This is an optimization exercise on Yosys and OpenROAD, whose aim is small area and a short achievable clock period, not a production implementation.
RTL that was checked went through simulation tests only; none was proved equivalent to the original.

// wk512_munit
module wk512_munit (
    input  wire        clk,
    input  wire        rst,         
    input  wire        in_valid,
    input  wire        in_short,
    input  wire [6:0]  in_opc,
    input  wire [4:0]  in_dst,
    input  wire [4:0]  in_src,
    input  wire [31:0] in_a,
    input  wire [31:0] in_b,
    input  wire        in_chain,
    output reg         g3_wen,
    output reg  [4:0]  g3_dst,
    output reg  [31:0] g3_data,
    output reg         g1_wen,
    output reg  [4:0]  g1_dst,
    output reg  [31:0] g1_data,
    output reg  [63:0] ac0,
    output reg  [63:0] ac1
);
    reg        d_mul;       
    reg        d_hi;        
    reg        d_acw;       
    reg        d_accum;     
    reg        d_sat;       
    reg        d_neg;       
    reg        d_sgn;       
    reg        d_m16;       
    reg        d_sqr;       
    reg        d_acc_idx;   
    reg        d_rd;        
    reg [1:0]  d_rdk;       
    reg        d_wr;        
    reg        d_wrsx;      
    always @(*) begin
        d_mul = 1'b0; d_hi = 1'b0; d_acw = 1'b0; d_accum = 1'b0; d_sat = 1'b0;
        d_neg = 1'b0; d_sgn = 1'b0; d_m16 = 1'b0; d_sqr = 1'b0;
        d_acc_idx = in_dst[0];
        d_rd = 1'b0; d_rdk = 2'd0; d_wr = 1'b0; d_wrsx = 1'b0;
        if (!in_short) begin
            case (in_opc)
                7'h01: begin d_mul = 1'b1; d_sgn = 1'b1; end                            
                7'h02: begin d_mul = 1'b1; d_sgn = 1'b1; d_hi = 1'b1; end               
                7'h03: begin d_mul = 1'b1; d_hi = 1'b1; end                             
                7'h04: begin d_mul = 1'b1; d_sgn = 1'b1; d_acw = 1'b1; end              
                7'h05: begin d_mul = 1'b1; d_acw = 1'b1; end                            
                7'h06: begin d_mul = 1'b1; d_sgn = 1'b1; d_acw = 1'b1; d_accum = 1'b1; end  
                7'h07: begin d_mul = 1'b1; d_acw = 1'b1; d_accum = 1'b1; end               
  ...
Size in the first run: about 5700 cells after synthesis, about 600 flip-flops, ~53000 sq um of cells after synthesis.
==> flow/config.mk <==
export PLATFORM = sky130hd
export DESIGN_NAME = wk512_munit
export DESIGN_NICKNAME = wk512_munit
export VERILOG_FILES = /design/flow/design.v
export SDC_FILE = /design/flow/constraint.sdc
export NUM_CORES = 4
export LEC_CHECK = 0
export CAP_MARGIN = 20
export CORE_MARGIN = 2
export CORE_UTILIZATION = 50
export PLACE_DENSITY = 0.6
export SLEW_MARGIN = 20
export SYNTH_HIERARCHICAL = 1
export SYNTH_MINIMUM_KEEP_SIZE = 0
==> flow/constraint.sdc <==
create_clock -name core_clock -period 11.5 [get_ports {clk}]
set_input_delay 2.3000 -clock core_clock [delete_from_list [all_inputs] [get_ports {clk}]]
set_output_delay 2.3000 -clock core_clock [all_outputs]
set_load 0.01 [all_outputs]
standard.sh (not shown) runs the stock make flow with config.mk's settings and CLKGATE_MAP_FILE= SYNTH_SCRIPT=/design/flow/synth_recipe.tcl, a recipe that flattens the netlist after the stock synthesis.
==> flow/flow/run.sh <==
#!/bin/bash
set -euo pipefail
export SETUP_SLACK_MARGIN=6.5
export BUFFER_PORTS_ARGS="-buffer_cell sky130_fd_sc_hd__buf_4"
bash standard.sh > standard_flow.log 2>&1
The starting point went through all stages and came out clean.
Then changed:
CORE_UTILIZATION = 45   (was 50)
PLACE_DENSITY = 0.55   (was 0.6)
What happened: Via count is about the same; sequential cell count does not change; die area came out higher by 11%; final cell count increases by 2.4%.

========
Setup of amber:
wk512_munit, a different RTL version from the one above (not shown whole).
Size in the first run: ~5900 cells after synthesis, about 290 I/O pins, ~0.054 mm2 of cells after synthesis.
Settings: LEC_CHECK=0, CAP_MARGIN=20, CORE_MARGIN=2, CORE_UTILIZATION=30, PLACE_DENSITY=0.45, SLEW_MARGIN=20, SYNTH_HIERARCHICAL=1, SYNTH_MINIMUM_KEEP_SIZE=0; clock period 11.5 ns.
Scripts as last shown in full above: flow/flow/run.sh
The inputs of zinc differ from those of amber as listed below.
Settings: PLACE_DENSITY changed from 0.45 to 0.65; CORE_UTILIZATION changed from 30 to 55.
- amber reports its timing endpoint of the critical path as g1_data[7] while zinc reports g1_data[4].
- Slowest cell on the critical path = dfxtp_1: amber; slowest cell on the critical path = dfxtp_4: zinc
- Multi-input combinational cell count of amber is on par with zinc.
- Critical path depth: lower on zinc
The following lists how tundra was set up differently from zinc:
Settings: putting ABC_AREA at 1 where nothing was set; swapping 0.65 for 0.45 in PLACE_DENSITY; swapping 55 for 30 in CORE_UTILIZATION.
### Flow results
- tundra: flow completed, timing, DRC and antenna clean
- From zinc to tundra the numbers moved as follows: pin count of the biggest net entering global routing rose 11; wire length of the first global-routing pass rose about 20%; global placement routability congestion fell about 5.6%.
Input changes introduced in maple (baseline for comparison: tundra):
Settings: ABC_AREA no longer set, was 1; CTS_BUF_LIST now sky130_fd_sc_hd__clkbuf_8 sky130_fd_sc_hd__clkbuf_4, previously not set.
==> flow/flow/run.sh <==
#!/bin/bash
set -euo pipefail
export SETUP_SLACK_MARGIN=6.75
export BUFFER_PORTS_ARGS="-buffer_cell sky130_fd_sc_hd__buf_4"
bash standard.sh > standard_flow.log 2>&1
Findings:
maple: cell area higher than tundra. Synthesized instance count, tundra and maple: larger value in tundra. On total of buffers placed on input and output ports, tundra and maple are basically level. In the reports for tundra and maple, the larger number of nets produced by synthesis belongs to tundra.
The following lists how raven was set up differently from maple:
Settings: ABC_AREA: unset -> 1; CTS_BUF_LIST: sky130_fd_sc_hd__clkbuf_8 sky130_fd_sc_hd__clkbuf_4 -> unset; CORE_UTILIZATION: 30 -> 45; PLACE_DENSITY: 0.45 -> 0.55.
==> flow/flow/run.sh <==
#!/bin/bash
set -euo pipefail
export SETUP_SLACK_MARGIN=6.5
export BUFFER_PORTS_ARGS="-buffer_cell sky130_fd_sc_hd__buf_4"
bash standard.sh > standard_flow.log 2>&1
Notes after the runs:
- raven reached the final stage; the timing, design-rule and antenna checks on its layout passed.
- Per the final summary, maple finished and its layout is clean on timing, DRC and antenna.
- Compared with maple, in raven global routing met3 resource utilization rose 6.1 points; total wirelength of the detailed-routed design -3.6%.
- Comparing non-clock inverter total of the final layout for raven and maple, the smaller number came from maple.
- [compare] base=maple new=raven: wire length on met3 higher.
- Taking maple as 1.0, raven lands at 1.2 on cell count after synthesis.
- raven ends up with a layout net count that is 1494 higher than in maple.
- raven leaves more setup margin than maple.

========
== run a ==
Another version of the RTL of wk512_munit (not shown whole).
For scale: roughly 6600 cells after synthesis, about 290 I/O pins, roughly 0.056 mm^2 of cells after synthesis.
Design wk512_munit, start of the top module:
module wk512_munit (
    input  wire        clk,
    input  wire        rst,         
    input  wire        in_valid,
    input  wire        in_short,
    input  wire [6:0]  in_opc,
    input  wire [4:0]  in_dst,
    input  wire [4:0]  in_src,
    input  wire [31:0] in_a,
    input  wire [31:0] in_b,
    input  wire        in_chain,
    output reg         g3_wen,
    output reg  [4:0]  g3_dst,
    output reg  [31:0] g3_data,
    output reg         g1_wen,
    output reg  [4:0]  g1_dst,
    output reg  [31:0] g1_data,
    output reg  [63:0] ac0,
    output reg  [63:0] ac1
);
==> flow/config.mk <==
export PLATFORM = sky130hd
export DESIGN_NAME = wk512_munit
export DESIGN_NICKNAME = wk512_munit
export VERILOG_FILES = /design/flow/design.v
export SDC_FILE = /design/flow/constraint.sdc
export NUM_CORES = 4
export LEC_CHECK = 0
export CAP_MARGIN = 20
export CORE_MARGIN = 2
export CORE_UTILIZATION = 30
export PLACE_DENSITY = 0.45
export SLEW_MARGIN = 20
==> flow/constraint.sdc <==
create_clock -name core_clock -period 11.5 [get_ports {clk}]
set_input_delay 2.3000 -clock core_clock [delete_from_list [all_inputs] [get_ports {clk}]]
set_output_delay 2.3000 -clock core_clock [all_outputs]
set_load 0.01 [all_outputs]
==> flow/flow/run.sh <==
#!/bin/bash
set -euo pipefail
export SETUP_SLACK_MARGIN=7
bash standard.sh > standard_flow.log 2>&1
For run b, these inputs were changed with respect to run a:
==> flow/flow/run.sh <==
#!/bin/bash
set -euo pipefail
export SETUP_SLACK_MARGIN=6
bash standard.sh > standard_flow.log 2>&1
==> comparison <==
The final worst-path cycle share in run b was higher than what run a gave. Status: placed cell count parity (run b, run a). Routed length per placed instance down 2.1 um in run b wrt run a. For the maximum number of pins on one net before global-route repair, run b came in 2 higher than run a did. When the final numbers for run b and run a were put side by side, the utilization after layout turned out to be smaller in run b. Between run b and run a, it is run b whose wire length on met3 is lower, by about 24%. Run b -> run a: simple logic cell fraction of the synthesized area delta 0, exact match. Diff run a -> run b | first-pass GRT wire length | down by a few percent.
Function was not checked in any run of this note: the RTL went through the layout flow alone.

========
== job 4202 ==
RTL: one of the versions met above, not the one the previous note started from.
Size: ~5,900 cells after synthesis, about 290 I/O pins, ~54,000 um^2 of cells after synthesis.
Settings: LEC_CHECK=0, CAP_MARGIN=20, CORE_MARGIN=2, CORE_UTILIZATION=30, CTS_BUF_LIST=sky130_fd_sc_hd__clkbuf_8 sky130_fd_sc_hd__clkbuf_4, PLACE_DENSITY=0.45, SLEW_MARGIN=20, SYNTH_HIERARCHICAL=1, SYNTH_MINIMUM_KEEP_SIZE=0; clock period 11.5 ns.
==> flow/flow/run.sh <==
#!/bin/bash
set -euo pipefail
export SETUP_SLACK_MARGIN=6.5
export BUFFER_PORTS_ARGS="-buffer_cell sky130_fd_sc_hd__buf_2"
bash standard.sh > standard_flow.log 2>&1
The inputs of job 2600 differ from those of job 4202 as listed below.
- PLACE_DENSITY: 0.45 -> 0.55
- CORE_UTILIZATION: 30 -> 45
--- outcome ---
Per the final summary, job 2600 finished and its layout is clean on timing, DRC and antenna.
Job 2600 against job 4202: biggest cell delay along the critical path went up by 0.03 ns, flip-flop and latch area was more or less identical, sequential share of layout area went up by 0.44 points, area of the multi-input gates was more or less identical.
The end of the critical path comes out g1_data[30] in one run and g1_data[3] in the other, namely in job 2600 and job 4202 respectively.
--- input diff job 2600..job 5889 ---
- clearing CTS_BUF_LIST, which used to be sky130_fd_sc_hd__clkbuf_8 sky130_fd_sc_hd__clkbuf_4
- swapping 45 for 30 in CORE_UTILIZATION
- swapping 0.55 for 0.45 in PLACE_DENSITY
==> flow/flow/run.sh <==
#!/bin/bash
set -euo pipefail
export SETUP_SLACK_MARGIN=6
bash standard.sh > standard_flow.log 2>&1
--- outcome ---
Delta (job 5889 minus job 2600): horizontal die dimension grew by 78 um, headroom to the max-slew limit went down, number of placed cells counting well taps went up by 11%, number of diodes fell 8, total routing usage reported by global routing went down. In the final reports, the cell area of job 5889 is larger than that of job 2600.
> inputs changed (job 5889 -> job 7804)
- CORE_UTILIZATION changed from 30 to 45
- PLACE_DENSITY changed from 0.45 to 0.55
--- a/flow/flow/run.sh
+++ b/flow/flow/run.sh
@@ -3 +3,2 @@
-export SETUP_SLACK_MARGIN=6
+export SETUP_SLACK_MARGIN=6.5
+export BUFFER_PORTS_ARGS="-buffer_cell sky130_fd_sc_hd__buf_4"
Notes after the runs:
Job 7804 was carried through to the last stage, and its layout satisfied the timing, design-rule and antenna checks. Compared with job 5889, in job 7804 HPWL after detailed placement decreased by about 7% relative to the old numbers, wire length lost about 7%, post-route worst hold slack picked up an extra 0.0050 ns.
For job 8869, these inputs were changed with respect to job 7804:
- CORE_UTILIZATION: 45 -> 30
- PLACE_DENSITY: 0.55 -> 0.45
--- a/flow/flow/run.sh
+++ b/flow/flow/run.sh
@@ -3 +3 @@
-export SETUP_SLACK_MARGIN=6.5
+export SETUP_SLACK_MARGIN=7
### Flow results
- A launching element of the worst setup path of r1_w[26] is what job 8869 shows, while r1_w[25] belongs to job 7804.
- [compare] base=job 7804 new=job 8869: fill cell total of the finished layout climbed 59%, number of gates resized after cts increased 583.
- Summary of job 8869 over job 7804: remaining number of nets flagged by the antenna check after routing saw little to no change, maximum single-stage delay on the critical path saw an increase.
- The die width in job 8869 was higher than what job 7804 gave.
- The run showing the greater total instance count after detailed placement is job 8869.
- Delta (job 8869 minus job 7804): total detailed-routing wirelength picked up an extra about 17%; number of antenna violations at the first check in global routing picked up an extra about 9%; well-tap cell count picked up an extra 47%.

========
wk512_munit, a different RTL version from the one above (not shown whole).
Size in the first run: ~600 flip-flops, ~290 I/O pins, about 0.054 sq mm of cells after synthesis.
Design wk512_munit, start of the top module:
module wk512_munit (
    input  wire        clk,
    input  wire        rst,         
    input  wire        in_valid,
    input  wire        in_short,
    input  wire [6:0]  in_opc,
    input  wire [4:0]  in_dst,
    input  wire [4:0]  in_src,
    input  wire [31:0] in_a,
    input  wire [31:0] in_b,
    input  wire        in_chain,
    output reg         g3_wen,
    output reg  [4:0]  g3_dst,
    output reg  [31:0] g3_data,
    output reg         g1_wen,
    output reg  [4:0]  g1_dst,
    output reg  [31:0] g1_data,
    output reg  [63:0] ac0,
    output reg  [63:0] ac1
);
clock: 11.5 ns
lec_check: 0
cap_margin: 20
core_margin: 2
core_utilization: 30
place_density: 0.45
slew_margin: 20
synth_hierarchical: 1
synth_minimum_keep_size: 0
==> flow/flow/run.sh <==
#!/bin/bash
set -euo pipefail
export SETUP_SLACK_MARGIN=6
export BUFFER_PORTS_ARGS="-buffer_cell sky130_fd_sc_hd__buf_4"
bash standard.sh > standard_flow.log 2>&1
Next try:
==> flow/flow/run.sh (replaced) <==
#!/bin/bash
set -euo pipefail
export SETUP_SLACK_MARGIN=6
bash standard.sh > standard_flow.log 2>&1
=>
- The changed run finished with timing, DRC and antenna clean
- wire length went up by about 0.6%
- synthesized cell count does not change
- cell count came out higher by 0.59%
- register-to-register slack improved by 0.03 ns
- sequential share of layout area came out lower by 0.36 points
- fmax climbs by 0.55%
- worst setup slack improves by 0.030 ns
- synthesized area is unchanged
- design area climbs by about 2%
- non-clock buffer count increases by 54
No run of this note included a check of the RTL's function; only the layout flow was run.

========
old:
Another version of the RTL of wk512_munit (not shown whole).
For scale: ~6300 cells after synthesis, roughly 600 flip-flops, ~290 I/O pins, roughly 56000 um2 of cells after synthesis.
// wk512_munit
module wk512_munit (
    input  wire        clk,
    input  wire        rst,         
    input  wire        in_valid,
    input  wire        in_short,
    input  wire [6:0]  in_opc,
    input  wire [4:0]  in_dst,
    input  wire [4:0]  in_src,
    input  wire [31:0] in_a,
    input  wire [31:0] in_b,
    input  wire        in_chain,
    output reg         g3_wen,
    output reg  [4:0]  g3_dst,
    output reg  [31:0] g3_data,
    output reg         g1_wen,
    output reg  [4:0]  g1_dst,
    output reg  [31:0] g1_data,
    output reg  [63:0] ac0,
    output reg  [63:0] ac1
);
    reg        d_mul;       
    reg        d_hi;        
    reg        d_acw;       
    reg        d_accum;     
    reg        d_sat;       
    reg        d_neg;       
    reg        d_sgn;       
    reg        d_m16;       
    reg        d_sqr;       
    reg        d_acc_idx;   
    reg        d_rd;        
    reg [1:0]  d_rdk;       
    reg        d_wr;        
    reg        d_wrsx;      
    always @(*) begin
        d_mul = 1'b0; d_hi = 1'b0; d_acw = 1'b0; d_accum = 1'b0; d_sat = 1'b0;
        d_neg = 1'b0; d_sgn = 1'b0; d_m16 = 1'b0; d_sqr = 1'b0;
        d_acc_idx = in_dst[0];
        d_rd = 1'b0; d_rdk = 2'd0; d_wr = 1'b0; d_wrsx = 1'b0;
        if (!in_short) begin
            case (in_opc)
                7'h01: begin d_mul = 1'b1; d_sgn = 1'b1; end                            
                7'h02: begin d_mul = 1'b1; d_sgn = 1'b1; d_hi = 1'b1; end               
                7'h03: begin d_mul = 1'b1; d_hi = 1'b1; end                             
                7'h04: begin d_mul = 1'b1; d_sgn = 1'b1; d_acw = 1'b1; end              
                7'h05: begin d_mul = 1'b1; d_acw = 1'b1; end                            
                7'h06: begin d_mul = 1'b1; d_sgn = 1'b1; d_acw = 1'b1; d_accum = 1'b1; end  
                7'h07: begin d_mul = 1'b1; d_acw = 1'b1; d_accum = 1'b1; end               
                7'h08: begin d_mul = 1'b1; d_sgn = 1'b1; d_acw = 1'b1; d_accum = 1'b1; d_neg = 1'b1; end  
  ...
Settings: LEC_CHECK=0, CAP_MARGIN=20, CORE_MARGIN=2, CORE_UTILIZATION=55, PLACE_DENSITY=0.65, SLEW_MARGIN=20; clock period 11.5 ns.
==> flow/flow/run.sh <==
#!/bin/bash
set -euo pipefail
export SETUP_SLACK_MARGIN=6
bash standard.sh > standard_flow.log 2>&1
old: full flow OK, the timing, design-rule and antenna checks passed
## Diff of input files: new against old
- a change of CORE_UTILIZATION from 55 to 30
- a change of PLACE_DENSITY from 0.65 to 0.45
## What came out
- Result for new and old: all clean
- old → new: instance count along the most critical hold path was more or less identical, highest net fanout along the worst path fell 18.
- Between new and old, it is new whose wire length of the first global-routing pass is higher, by about 10%.
- Of the two values seen for library cell contributing the largest single delay on the critical path, sky130_fd_sc_hd__a2111oi_4 was produced by new and sky130_fd_sc_hd__o21ai_0 by old.

-- static timing again, ports no longer ideal --
No port has a modelled driver above. Below, the same layouts with a new extraction and two added sets of constraints. Step 1: set_driving_cell puts a clkbuf_16 on clk and a buf_2 on each other input, an assumption about the parent block. Step 2 adds t to the input delays and takes it off the output delays; t is the mean of the earliest and latest rising clock arrival at the registers after step 1. Input paths then give back, and output paths get back, about the clock's delay inside the block. a / b / c = no drivers / after step 1 / after step 2; a / b = the first two.
run	t, ns	setup slack, ns	latest minus earliest clock arrival (ns)	worst slew at a driven data input, ns	pins driven straight from the clock port
the first run of note 1	0.723	6.356 / 6.285 / 5.929	0.042 / 0.042	0.14	1
the second run of note 1	0.724	6.319 / 6.243 / 5.868	0.058 / 0.059	0.12	1
amber	0.737	6.279 / 6.212 / 5.883	0.068 / 0.068	0.16	1
zinc	0.735	6.248 / 6.177 / 5.876	0.039 / 0.038	0.19	1
tundra	0.760	6.459 / 6.374 / 5.812	0.049 / 0.049	0.12	1
maple	0.895	5.981 / 5.919 / 5.898	0.119 / 0.118	0.07	1
raven	0.742	6.464 / 6.376 / 5.880	0.058 / 0.058	0.12	1
run a	0.752	5.662 / 5.576 / 6.220	0.057 / 0.057	0.16	1
run b	0.750	5.627 / 5.540 / 5.367	0.044 / 0.045	0.19	1
job 4202	0.911	6.095 / 6.034 / 5.663	0.111 / 0.111	0.14	1
job 2600	0.889	6.176 / 6.109 / 5.726	0.101 / 0.101	0.14	1
job 5889	0.752	6.043 / 5.976 / 5.434	0.059 / 0.059	0.08	1
job 7804	0.717	6.355 / 6.287 / 5.821	0.058 / 0.058	0.16	1
job 8869	0.761	6.198 / 6.129 / 6.107	0.052 / 0.052	0.09	1
the first run of note 5	0.809	5.974 / 5.970 / 5.228	0.058 / 0.059	0.15	1
the second run of note 5	0.771	6.004 / 5.937 / 5.288	0.050 / 0.050	0.13	1
old	0.711	6.033 / 6.028 / 5.368	0.055 / 0.054	0.08	1
new	0.768	6.047 / 5.983 / 5.354	0.080 / 0.080	0.22	1
After both steps setup and hold are still met in every run listed. The setup slack of the first run of note 5, which loses most, moves by -0.004 ns with the drivers and by -0.746 ns with both steps.
